This design comes from an exercise in tuning for small area, a short achievable clock period and few clock cycles per item on the open sky130 flow, not from production work.
Only simulation tests tie the RTL to the original design; equivalence was not proved.

==> flow/design.v (outline; a module is shown in full before it is edited, if it fits) <==
// module intake_corr: 156 lines
// module mul_gain: 681 lines
// module mul_sr: 887 lines
// module mul_flat: 724 lines
// module csa_fa: 4 lines
// module csa_ha: 4 lines
// module csa_nha: 4 lines
module intake_corr (
    input  wire        clk,
    input  wire        rst,
    input  wire [15:0] cfg_gain_l,
    input  wire [15:0] cfg_gain_s,
    input  wire [15:0] cfg_ratio,
    input  wire [15:0] cfg_satlo,
    input  wire [3:0]  cfg_bw,
    input  wire [3:0]  cfg_os,
    input  wire [3:0]  cfg_gs,
    input  wire        in_valid,
    output wire        in_ready,
    input  wire [15:0] in_long,
    input  wire [15:0] in_short,
    input  wire [15:0] in_dark,
    input  wire [15:0] in_gain,
    output wire        out_valid,
    input  wire        out_ready,
    output wire [15:0] out_pix
);
  // ...
==> flow/flow/run.sh <==
#!/bin/bash
# The standard layout (standard.sh: the standard flow's synthesis and ORFS flow, unchanged
# settings), with ORFS's timing repair asked to keep 15.5 ns of setup slack at
# the design's 22 ns clock, so that it speeds up the slowest paths.
set -eo pipefail
bash standard.sh SETUP_SLACK_MARGIN=15.5 finish > standard.log 2>&1
==> flow/standard.sh <==
#!/bin/bash
# synth_recipe.tcl (not shown) runs the flow's synth.tcl, then flattens the netlist and writes it again
# the make line also repeats each setting of config.mk as NAME=value (left out here)
make -C /OpenROAD-flow-scripts/flow DESIGN_CONFIG=/design/flow/config.mk WORK_HOME=/design/flow/orfs CLKGATE_MAP_FILE= SYNTH_SCRIPT=/design/flow/synth_recipe.tcl "${@:-finish}"
==> flow/config.mk <==
export PLATFORM = sky130hd
export DESIGN_NAME = intake_corr
export DESIGN_NICKNAME = intake_corr
export VERILOG_FILES = /design/flow/design.v
export SDC_FILE = /design/flow/constraint.sdc
export NUM_CORES = 4
export LEC_CHECK = 0
export CAP_MARGIN = 20
export CORE_MARGIN = 2
export CORE_UTILIZATION = 55
export SLEW_MARGIN = 20
export SYNTH_HIERARCHICAL = 1
export SYNTH_MINIMUM_KEEP_SIZE = 0
==> flow/constraint.sdc <==
create_clock -name core_clock -period 22.0 [get_ports {clk}]
set_input_delay 4.4000 -clock core_clock [delete_from_list [all_inputs] [get_ports {clk}]]
set_output_delay 4.4000 -clock core_clock [all_outputs]
set_load 0.01 [all_outputs]
==> summary.md, run 1 <==
| Metric | Value |
|---|---|
| Largest net degree at the start of global routing | `slightly below 80` |
| Top cell category | `multi-input gates` |
| GRT met3 Usage | `0.0508` |
| Hold Path Class | `reg -> reg` |
| Hold_sp | `g0[0]$_DFFE_PP_` |
| Multi-input gate count | `about 4,100` |
| Most flops, register | `acc` |
| Mean Syn Cell Area | `about 11 um2` |
| Residual DRC | `0` |
| CP startpoint | `mb[12]$_DFFE_PP_` |
| Setup_tns | `0 ns` |
| Nonclk buf count | `380` |
| Met1 WL | `64,800 um` |
| Worst hold path endpoint | `g1[0]$_DFFE_PP_` |
| Max-Cap Viols | `0` |
| Fill count | `about 7,700` |
| Commonest non-fill, non-tap cells in the layout | `and2_1, fa_1, edfxtp_1, nand2_1, ha_1` |
| CP required | `around 22 ns` |
| GRT overflow | `0` |
| Sink Count | `between 400 and 500` |
| Run status | `finished clean` |
| Vias | `between 30,000 and 40,000` |
| R2R cell count | `21` |
| CP Capture Type | `flip-flop` |
| ClkCell Share | `0.0281` |
| Final #Nets | `about 6,300` |
Testbench counts, summed over its fixed seeds: cycles 65,612, items 64,000.
==> inputs of run 2 (changes only) <==
--- a/flow/config.mk
+++ b/flow/config.mk
@@ -8,6 +8,7 @@
 export CAP_MARGIN = 20
 export CORE_MARGIN = 2
 export CORE_UTILIZATION = 55
+export PLACE_DENSITY = 0.75
 export SLEW_MARGIN = 20
 export SYNTH_HIERARCHICAL = 1
 export SYNTH_MINIMUM_KEEP_SIZE = 0
==> run 2 against run 1 <==
Area after synthesis is the same. Final cell count down 0.43%. Register-to-register slack barely moved. Still clean on timing, DRC and antenna. Largest cell class unchanged. Wire length is 4.1% lower.
==> summary.md, run 2 <==
| Metric | Value |
|---|---|
| Run status | `finished clean (unchanged)` |
| CP required | `22.39 ns (was 22.40 ns)` |
| Wirelength, routed | `144,000 um (was 150,000 um)` |
| Synthesized cell area | `51,800 um2 (unchanged)` |
| DRT Pass-1 Iters | `6 (unchanged)` |
| Largest register FFs | `34 (unchanged)` |
| Startpoint Class | `flip-flop (unchanged)` |
| Data arrival time of the critical path | `6.87 ns (was 6.88 ns)` |
| Commonest non-fill, non-tap cells in the layout | `and2_1, fa_1, edfxtp_1, nand2_1, ha_1 (unchanged)` |
| Yosys warns | `7 (unchanged)` |
| Overall Global Routing Usage | `0.296 (was 0.311)` |
| Proportion of layout cells with a drive suffix above 1 | `0.138 (was 0.143)` |
| Worst Path Max Fanout | `7 (was 6)` |
| Initial DRC Count | `3,498 (was 2,913)` |
| Rel. slew slack | `0.304 (was 0.326)` |
| Largest net degree at the start of global routing | `72 (was 77)` |
| FP Rows | `112 (unchanged)` |
| Residual DRC | `0 (unchanged)` |
| GP Congestion | `0.958 (was 0.918)` |
| Clock transition at path regs | `0.06 ns (about the same)` |
| Root buffer cell | `clkbuf_16 (unchanged)` |
| Num CTS Buffers | `46 (was 51)` |
| IO Pins | `162 (unchanged)` |
| Fmax | `154 MHz (about the same)` |
| Vias | `38,392 (was 37,977)` |
| Total die area | `96,600 um2 (unchanged)` |
| Setup_tns | `0 ns (unchanged)` |
| Antenna Violating Nets Remaining | `0 (unchanged)` |
| Slew @ Worst Pin | `1.04 ns (was 1.01 ns)` |
| Detailed Place HPWL | `104,000 um (was 109,000 um)` |
| # setup viols final | `0 (unchanged)` |
| Starting density of the core | `0.555 (unchanged)` |
| Clock tree buffer depth | `3 (unchanged)` |
| IO buf count | `161 (unchanged)` |
| Syn Inst Count | `4,822 (unchanged)` |
| Max-Cap Viols | `0 (unchanged)` |
| Mean Syn Cell Area | `10.7 um2 (unchanged)` |
| Unrepaired setup endpoints after global routing | `yes (unchanged)` |
| Routed len/inst | `23.0 um (was 23.8 um)` |
| Die Wd | `311 um (unchanged)` |
| Layout area overhead | `13.5% (was 13.9%)` |
| Most common cell after layout, fill and taps aside | `and2_1 (unchanged)` |
| Fin. Hold Viols | `0 (unchanged)` |
| Min cycle time layout | `6.49 ns (was 6.47 ns)` |
| Via density per instance | `6.12 (was 6.03)` |
| CP Capture Type | `flip-flop (unchanged)` |
| Clock latency (worst-skew pair) | `0.65 ns (was 0.68 ns)` |
| Core box area | `93,300 um2 (unchanged)` |
| CP Class | `reg -> reg (unchanged)` |
| First-pass GRT wire length | `226,000 um (was 233,000 um)` |
| Vias in the first global route | `40,516 (was 39,418)` |
| CTS tree | `yes (unchanged)` |
| Period utilization | `0.295 (was 0.294)` |
| Final #Nets | `6,250 (was 6,269)` |
| Most flops, register | `acc (unchanged)` |
| Clock skew | `0.0260 ns (was 0.0363 ns)` |
| Largest regs | `acc: 34 flops, ma: 18 flops (unchanged)` |
| Initial antenna violation count | `2 (was 10)` |
| H-tree lvl count | `2 (unchanged)` |
| GRT overflow | `0 (unchanged)` |
| Sink Count | `405 (unchanged)` |
| Hold Path Class | `reg -> reg (unchanged)` |
| Hold buffers post-CTS | `0 (unchanged)` |
| Final Max Slew Viols | `0 (unchanged)` |
| Die Height | `311 um (unchanged)` |
==> run 2: layout make-up <==
| class | count | area (um2) |
|---|---|---|
| multi-input cells | 4081 | 40900 |
| fillers | 7430 | 34600 |
| flip-flops and latches | 405 | 11100 |
| repair buffers | 366 | 3250 |
| well taps | 1254 | 1570 |
| clock buffers | 57 | 1250 |
| clock inverters | 29 | 382 |
| inverters | 80 | 300 |
| diodes | 1 | 2.50 |
==> run 2: per-stage QoR <==
stage / instances / cell area (um2) / setup WS (ns) / utilization / hold slack [ns]
final: 6273 / 58800 / 15.51 / 0.630 / 0.412
after global routing: 6272 / 58800 / 15.29 / 0.630 / 0.419
after CTS: 6209 / 56900 / 15.50 / 0.610 / 0.414
after detailed placement: 6009 / 54200 / 14.93 / 0.580 / 0.405
after global placement: 6009 / 54200 / 14.98 / 0.580 / 0.401
after floorplan: 4823 / 51800 / 15.51 / - / 0.400
==> run 2: layer usage <==
layer | up-vias | part of all wire | global-route usage
li1 | 16753 | - | -
met1 | 19554 | 0.40 | 0.397
met2 | 1692 | 0.48 | 0.487
met3 | 391 | 0.076 | 0.0490
met4 | 2 | 0.039 | 0.110
met5 | - | 0.000090 | 0
==> run 2: timing repair <==
| item | CTS | global route |
|---|---|---|
| gates resized for setup | 76 | 324 |
| pin swaps | 16 | 104 |
| buffers inserted | 111 | 60 |
| setup endpoints to repair | 130 | 129 |
| cloned | 3 | 3 |
==> run 2: worst paths after layout <==
path | startpoint | endpoint | slack [ns] | cells past startpoint
worst max register to register | l1[0]$_SDFFCE_PP1P_ | acc[32]$_DFFE_PP_ | 15.51 | 27
worst max-delay path | l1[0]$_SDFFCE_PP1P_ | acc[32]$_DFFE_PP_ | 15.51 | 27
worst min-delay path | g1[13]$_DFFE_PP_ | g2[13]$_DFFE_PP_ | 0.41 | 0
worst min register to register | g1[13]$_DFFE_PP_ | g2[13]$_DFFE_PP_ | 0.41 | 0
==> run 2: worst max-delay path: stages, from the launching register on <==
cell and delay (ns):
edfxtp_1 0.41, inv_1 0.11, ha_4 0.15, inv_1 0.05, fa_2 0.35, a21o_4 0.25, a21oi_2 0.19, xor2_1 0.27
nor2_1 0.09, a2111oi_2 0.27, o22ai_1 0.16, or4_4 0.61, buf_4 0.17, buf_12 0.13, or3_1 0.34, a21oi_1 0.22
fa_1 0.49, ha_4 0.29, a21oi_2 0.16, nor2b_1 0.06, o21ai_1 0.18, o31ai_1 0.11, or3_4 0.35, a41oi_4 0.25
a21boi_4 0.11, a21oi_2 0.14, o31ai_1 0.07, mux2_2 0.26
==> inputs of run 3 (changes only) <==
==> flow/config.mk (replaced) <==
export PLATFORM = sky130hd
export DESIGN_NAME = intake_corr
export DESIGN_NICKNAME = intake_corr
export VERILOG_FILES = /design/flow/design.v
export SDC_FILE = /design/flow/constraint.sdc
export NUM_CORES = 4
export LEC_CHECK = 0
export CAP_MARGIN = 10
export CORE_MARGIN = 2
export CORE_UTILIZATION = 55
export SLEW_MARGIN = 10
export SYNTH_HIERARCHICAL = 1
export SYNTH_MINIMUM_KEEP_SIZE = 0
==> run 3 against run 2 <==
Synthesized cell count unchanged. Worst hold slack worse by 0.013 ns.
==> summary.md, run 3 <==
| Metric | Value |
|---|---|
| Period utilization | `0.294 (was 0.295)` |
| Pre-CTS setup slack | `14.94 ns (was 14.93 ns)` |
| Die Wd | `311 um (unchanged)` |
| Max-Cap Viols | `0 (unchanged)` |
| Final #Nets | `6,269 (was 6,250)` |
| Rel. slew slack | `0.326 (was 0.304)` |
| Routed len/inst | `23.8 um (was 23.0 um)` |
| Startpoint Class | `flip-flop (unchanged)` |
| GRT overflow | `0 (unchanged)` |
| Fill count | `7,659 (was 7,430)` |
| Root buffer cell | `clkbuf_16 (unchanged)` |
| Starting density of the core | `0.555 (unchanged)` |
| Setup_tns | `0 ns (unchanged)` |
| Final Max Slew Viols | `0 (unchanged)` |
| CP required | `22.40 ns (was 22.39 ns)` |
| Overall Global Routing Usage | `0.311 (was 0.296)` |
| Vias | `37,977 (was 38,392)` |
| Unrepaired setup endpoints after global routing | `yes (unchanged)` |
| Residual DRC | `0 (unchanged)` |
| Core box area | `93,300 um2 (unchanged)` |
| Initial antenna violation count | `10 (was 2)` |
| Most flops, register | `acc (unchanged)` |
| Layout Cells excl Fill | `6,300 (was 6,273)` |
| Initial DRC Count | `2,913 (was 3,498)` |
| Layout area overhead | `13.9% (was 13.5%)` |
| Run status | `finished clean (unchanged)` |
| Proportion of layout cells with a drive suffix above 1 | `0.143 (was 0.138)` |
| Final Util | `0.632 (was 0.630)` |
| Largest register FFs | `34 (unchanged)` |
| Placed cell count | `6,012 (was 6,009)` |
| Worst Path Max Fanout | `6 (was 7)` |
| Clock latency (worst-skew pair) | `0.68 ns (was 0.65 ns)` |
| Fmax | `154 MHz (about the same)` |
| Synthesized cell area | `51,800 um2 (unchanged)` |
| Die Height | `311 um (unchanged)` |
| Largest regs | `acc: 34 flops, ma: 18 flops (unchanged)` |
| Min cycle time layout | `6.47 ns (was 6.49 ns)` |
| Cell Area, Placed | `54,200 um2 (about the same)` |
| CP Capture Type | `flip-flop (unchanged)` |
| Num CTS Buffers | `51 (was 46)` |
| Hold Path Class | `reg -> reg (unchanged)` |
| IO Pins | `162 (unchanged)` |
| Fin. Hold Viols | `0 (unchanged)` |
| Mean Syn Cell Area | `10.7 um2 (unchanged)` |
| Fin Hold WS | `0.399 ns (was 0.412 ns)` |
| GP Congestion | `0.918 (was 0.958)` |
| CP Class | `reg -> reg (unchanged)` |
| Clock transition at path regs | `0.06 ns (about the same)` |
| Design Area, Final | `59,000 um2 (was 58,800 um2)` |
| Slew @ Worst Pin | `1.01 ns (was 1.04 ns)` |
| Vias in the first global route | `39,418 (was 40,516)` |
| Largest net degree at the start of global routing | `77 (was 72)` |
| DRT Pass-1 Iters | `6 (unchanged)` |
| CTS tree | `yes (unchanged)` |
| # setup viols final | `0 (unchanged)` |
| Most common cell after layout, fill and taps aside | `and2_1 (unchanged)` |
| Wirelength, routed | `150,000 um (was 144,000 um)` |
| Antenna Violating Nets Remaining | `0 (unchanged)` |
| Commonest non-fill, non-tap cells in the layout | `and2_1, fa_1, edfxtp_1, nand2_1, ha_1 (unchanged)` |
| Clock tree buffer depth | `3 (unchanged)` |
| Syn Inst Count | `4,822 (unchanged)` |
| Clock skew | `0.0363 ns (was 0.0260 ns)` |
| First-pass GRT wire length | `233,000 um (was 226,000 um)` |
| Via density per instance | `6.03 (was 6.12)` |
| PnR worst setup slack | `15.53 ns (was 15.51 ns)` |
| Data arrival time of the critical path | `6.88 ns (was 6.87 ns)` |
| Total die area | `96,600 um2 (unchanged)` |
| H-tree lvl count | `2 (unchanged)` |
| Sink Count | `405 (unchanged)` |
| IO buf count | `161 (unchanged)` |
| Yosys warns | `7 (unchanged)` |
| Detailed Place HPWL | `109,000 um (was 104,000 um)` |
| FP Rows | `112 (unchanged)` |
| Hold buffers post-CTS | `0 (unchanged)` |
## run 3: final cells by class
| type | instances | area [um2] | area share |
|---|---|---|---|
| multi-input cells | 4081 | 40900 | 0.694 |
| well taps | 1254 | 1570 | 0.0266 |
| clock inverters | 28 | 250 | 0.00424 |
| repair buffers | 380 | 3420 | 0.0581 |
| flip-flops and latches | 405 | 11100 | 0.188 |
| clock buffers | 68 | 1400 | 0.0238 |
| diodes | 4 | 10.0 | 0.000170 |
| inverters | 80 | 300 | 0.00509 |
## run 3: per-layer routing
| metal | share of wire | vias up | track usage |
|---|---|---|---|
| met4 | 0.028 | 8 | 0.0904 |
| met3 | 0.071 | 263 | 0.0508 |
| met5 | 0.00027 | - | 0 |
| met1 | 0.43 | 19437 | 0.442 |
| li1 | - | 16813 | - |
| met2 | 0.47 | 1456 | 0.497 |
## run 3: worst max-delay path, cell delays in order (launching register included)
cell	delay, ns
edfxtp_1	0.38
buf_6	0.16
buf_6	0.13
and2_4	0.13
fa_1	0.47
fa_1	0.50
fa_2	0.38
fa_1	0.49
fa_1	0.56
fa_2	0.49
fa_1	0.61
ha_4	0.24
nand2_4	0.08
nor2_2	0.04
a211oi_4	0.24
nor3b_1	0.07
or3_1	0.39
a41oi_2	0.23
a21boi_2	0.13
a21oi_1	0.16
o31ai_1	0.08
mux2_4	0.26
## run 3: worst paths after layout
check             slack, ns                 to        startpoint  cells after the start
setup / recovery      15.53  acc[32]$_DFFE_PP_  mb[12]$_DFFE_PP_                     21
hold / removal         0.40    g1[0]$_DFFE_PP_   g0[0]$_DFFE_PP_                      0
setup reg to reg      15.53  acc[32]$_DFFE_PP_  mb[12]$_DFFE_PP_                     21
hold reg to reg        0.40    g1[0]$_DFFE_PP_   g0[0]$_DFFE_PP_                      0
## run 3: timing repair
action / CTS / global route
cloned: 4 / 3
buffers inserted: 121 / 60
gates resized for setup: 102 / 320
pin swaps: 29 / 121
endpoints found under the setup margin: 129 / 124
==> inputs of run 4 (changes only) <==
--- a/flow/config.mk
+++ b/flow/config.mk
@@ -5,9 +5,9 @@
 export SDC_FILE = /design/flow/constraint.sdc
 export NUM_CORES = 4
 export LEC_CHECK = 0
-export CAP_MARGIN = 10
+export CAP_MARGIN = 5
 export CORE_MARGIN = 2
 export CORE_UTILIZATION = 55
-export SLEW_MARGIN = 10
+export SLEW_MARGIN = 5
 export SYNTH_HIERARCHICAL = 1
 export SYNTH_MINIMUM_KEEP_SIZE = 0
==> run 4 against run 3 <==
First-iteration DRC count did not move. Utilization did not move. Worst hold slack is the same. Maximum frequency unchanged. Wire length unchanged. Sequential cell count unchanged. Global-route usage unchanged. Register-to-register slack is essentially flat.
==> summary.md, run 4 <==
| Metric | Value |
|---|---|
| Largest net degree at the start of global routing | `77 (unchanged)` |
| Die Wd | `311 um (unchanged)` |
| Wirelength, routed | `150,000 um (unchanged)` |
| Layout area overhead | `13.9% (unchanged)` |
| Vias in the first global route | `39,418 (unchanged)` |
| Commonest non-fill, non-tap cells in the layout | `and2_1, fa_1, edfxtp_1, nand2_1, ha_1 (unchanged)` |
| Via density per instance | `6.03 (unchanged)` |
| CTS tree | `yes (unchanged)` |
| Largest register FFs | `34 (unchanged)` |
| Initial antenna violation count | `10 (unchanged)` |
| Starting density of the core | `0.555 (unchanged)` |
| Initial DRC Count | `2,913 (unchanged)` |
| # setup viols final | `0 (unchanged)` |
| Hold Path Class | `reg -> reg (unchanged)` |
| Proportion of layout cells with a drive suffix above 1 | `0.143 (unchanged)` |
| Antenna Violating Nets Remaining | `0 (unchanged)` |
| Most common cell after layout, fill and taps aside | `and2_1 (unchanged)` |
| Residual DRC | `0 (unchanged)` |
| Fin Hold WS | `0.399 ns (unchanged)` |
| First-pass GRT wire length | `233,000 um (unchanged)` |
| Clock latency (worst-skew pair) | `0.68 ns (about the same)` |
| Die Height | `311 um (unchanged)` |
| CP required | `22.40 ns (about the same)` |
| IO Pins | `162 (unchanged)` |
| Slew @ Worst Pin | `1.01 ns (unchanged)` |
| Detailed Place HPWL | `109,000 um (unchanged)` |
| Mean Syn Cell Area | `10.7 um2 (unchanged)` |
| Setup_tns | `0 ns (unchanged)` |
| Overall Global Routing Usage | `0.311 (unchanged)` |
| Most flops, register | `acc (unchanged)` |
| Clock transition at path regs | `0.06 ns (about the same)` |
| FP Rows | `112 (unchanged)` |
| Max-Cap Viols | `0 (unchanged)` |
| Synthesized cell area | `51,800 um2 (unchanged)` |
| Clock skew | `0.0363 ns (unchanged)` |
| Root buffer cell | `clkbuf_16 (unchanged)` |
| Clock tree buffer depth | `3 (unchanged)` |
| Min cycle time layout | `6.47 ns (unchanged)` |
| Unrepaired setup endpoints after global routing | `yes (unchanged)` |
| Period utilization | `0.294 (unchanged)` |
| Fmax | `154 MHz (unchanged)` |
| GRT overflow | `0 (unchanged)` |
| Vias | `37,977 (unchanged)` |
| Largest regs | `acc: 34 flops, ma: 18 flops (unchanged)` |
| Core box area | `93,300 um2 (unchanged)` |
| Final Max Slew Viols | `0 (unchanged)` |
| Syn Inst Count | `4,822 (unchanged)` |
| CP Class | `reg -> reg (unchanged)` |
| Startpoint Class | `flip-flop (unchanged)` |
| GP Congestion | `0.918 (unchanged)` |
| DRT Pass-1 Iters | `6 (unchanged)` |
| Yosys warns | `7 (unchanged)` |
| Worst Path Max Fanout | `6 (unchanged)` |
| Num CTS Buffers | `51 (unchanged)` |
| CP Capture Type | `flip-flop (unchanged)` |
| H-tree lvl count | `2 (unchanged)` |
| Routed len/inst | `23.8 um (unchanged)` |
| Hold buffers post-CTS | `0 (unchanged)` |
| Total die area | `96,600 um2 (unchanged)` |
| IO buf count | `161 (unchanged)` |
| Data arrival time of the critical path | `6.88 ns (about the same)` |
| Run status | `finished clean (unchanged)` |
| Final #Nets | `6,269 (unchanged)` |
| Sink Count | `405 (unchanged)` |
| Fin. Hold Viols | `0 (unchanged)` |
| Rel. slew slack | `0.326 (unchanged)` |
==> run 4: cell counts in the layout (fill, tap and decap cells not counted) <==
No cell type changed its count.
==> run 4: through the flow <==
stage / setup slack (ns) / cell area [um2] / utilization / cells
4_1_cts: 15.47 / 57200 / 0.612 / 6233
3_5_place_dp: 14.94 / 54200 / 0.581 / 6012
2_1_floorplan: 15.51 / 51800 / - / 4823
3_3_place_gp: 14.99 / 54200 / 0.581 / 6012
5_1_grt: 15.35 / 59000 / 0.632 / 6296
6_report: 15.53 / 59000 / 0.632 / 6300
==> run 4: metal layers <==
| layer | track usage | part of all wire | wire length (um) |
|---|---|---|---|
| met1 | 0.442 | 0.43 | 64800 |
| met2 | 0.497 | 0.47 | 70500 |
| met3 | 0.0508 | 0.071 | 10700 |
| met4 | 0.0904 | 0.028 | 4230 |
| met5 | 0 | 0.00027 | 40 |
==> run 4: area by class of cell <==
cell class	count	area (um2)
inverters	80	300
repair buffers	380	3420
multi-input cells	4081	40900
clock inverters	28	250
fillers	7659	34400
well taps	1254	1570
flip-flops and latches	405	11100
diodes	4	10.0
clock buffers	68	1400
==> run 4: path summary, 6_finish.rpt <==
| kind | cells past startpoint | slack (ns) | from | endpoint |
|---|---|---|---|---|
| max | 21 | 15.53 | mb[12]$_DFFE_PP_ | acc[32]$_DFFE_PP_ |
| min | 0 | 0.40 | g0[0]$_DFFE_PP_ | g1[0]$_DFFE_PP_ |
| max reg2reg | 21 | 15.53 | mb[12]$_DFFE_PP_ | acc[32]$_DFFE_PP_ |
| min reg2reg | 0 | 0.40 | g0[0]$_DFFE_PP_ | g1[0]$_DFFE_PP_ |
==> run 4: repair_timing <==
item | CTS | global route
setup endpoints to repair | 129 | 124
pin swaps | 29 | 121
gates cloned | 4 | 3
setup buffers | 121 | 60
hold endpoints to repair | 0 | 0
resized for setup | 102 | 320
==> run 4: worst max-delay path, stage by stage, from the launching register on <==
cell	delay [ns]
edfxtp_1	0.38
buf_6	0.16
buf_6	0.13
and2_4	0.13
fa_1	0.47
fa_1	0.50
fa_2	0.38
fa_1	0.49
fa_1	0.56
fa_2	0.49
fa_1	0.61
ha_4	0.24
nand2_4	0.08
nor2_2	0.04
a211oi_4	0.24
nor3b_1	0.07
or3_1	0.39
a41oi_2	0.23
a21boi_2	0.13
a21oi_1	0.16
o31ai_1	0.08
mux2_4	0.26

-- afterwards: timing with drivers on the ports --
Ports are ideal in the flow. The routed layouts listed here were re-timed in OpenROAD.
Step 1, drivers: a clkbuf_16 drives clk and a buf_2 each remaining input, both assumed.
Step 2 also shifts input and output timing later by t, the mid clock arrival at the registers, as if the neighbouring blocks saw the same clock.
a / b / c = ideal ports / drivers / drivers and shift; a / b = the first two.
run | shift t [ns] | setup slack, ns | worst register clock-pin slew, ns | pins driven straight from the clock port
run 1 | 0.730 | 15.527 / 15.499 / 15.527 | 0.07 / 0.07 | 1
run 2 | 0.710 | 15.515 / 15.515 / 15.515 | 0.07 / 0.07 | 1
run 3 | 0.730 | 15.527 / 15.499 / 15.527 | 0.07 / 0.07 | 1
run 4 | 0.730 | 15.527 / 15.499 / 15.527 | 0.07 / 0.07 | 1
After both steps setup and hold are still met in every run listed.
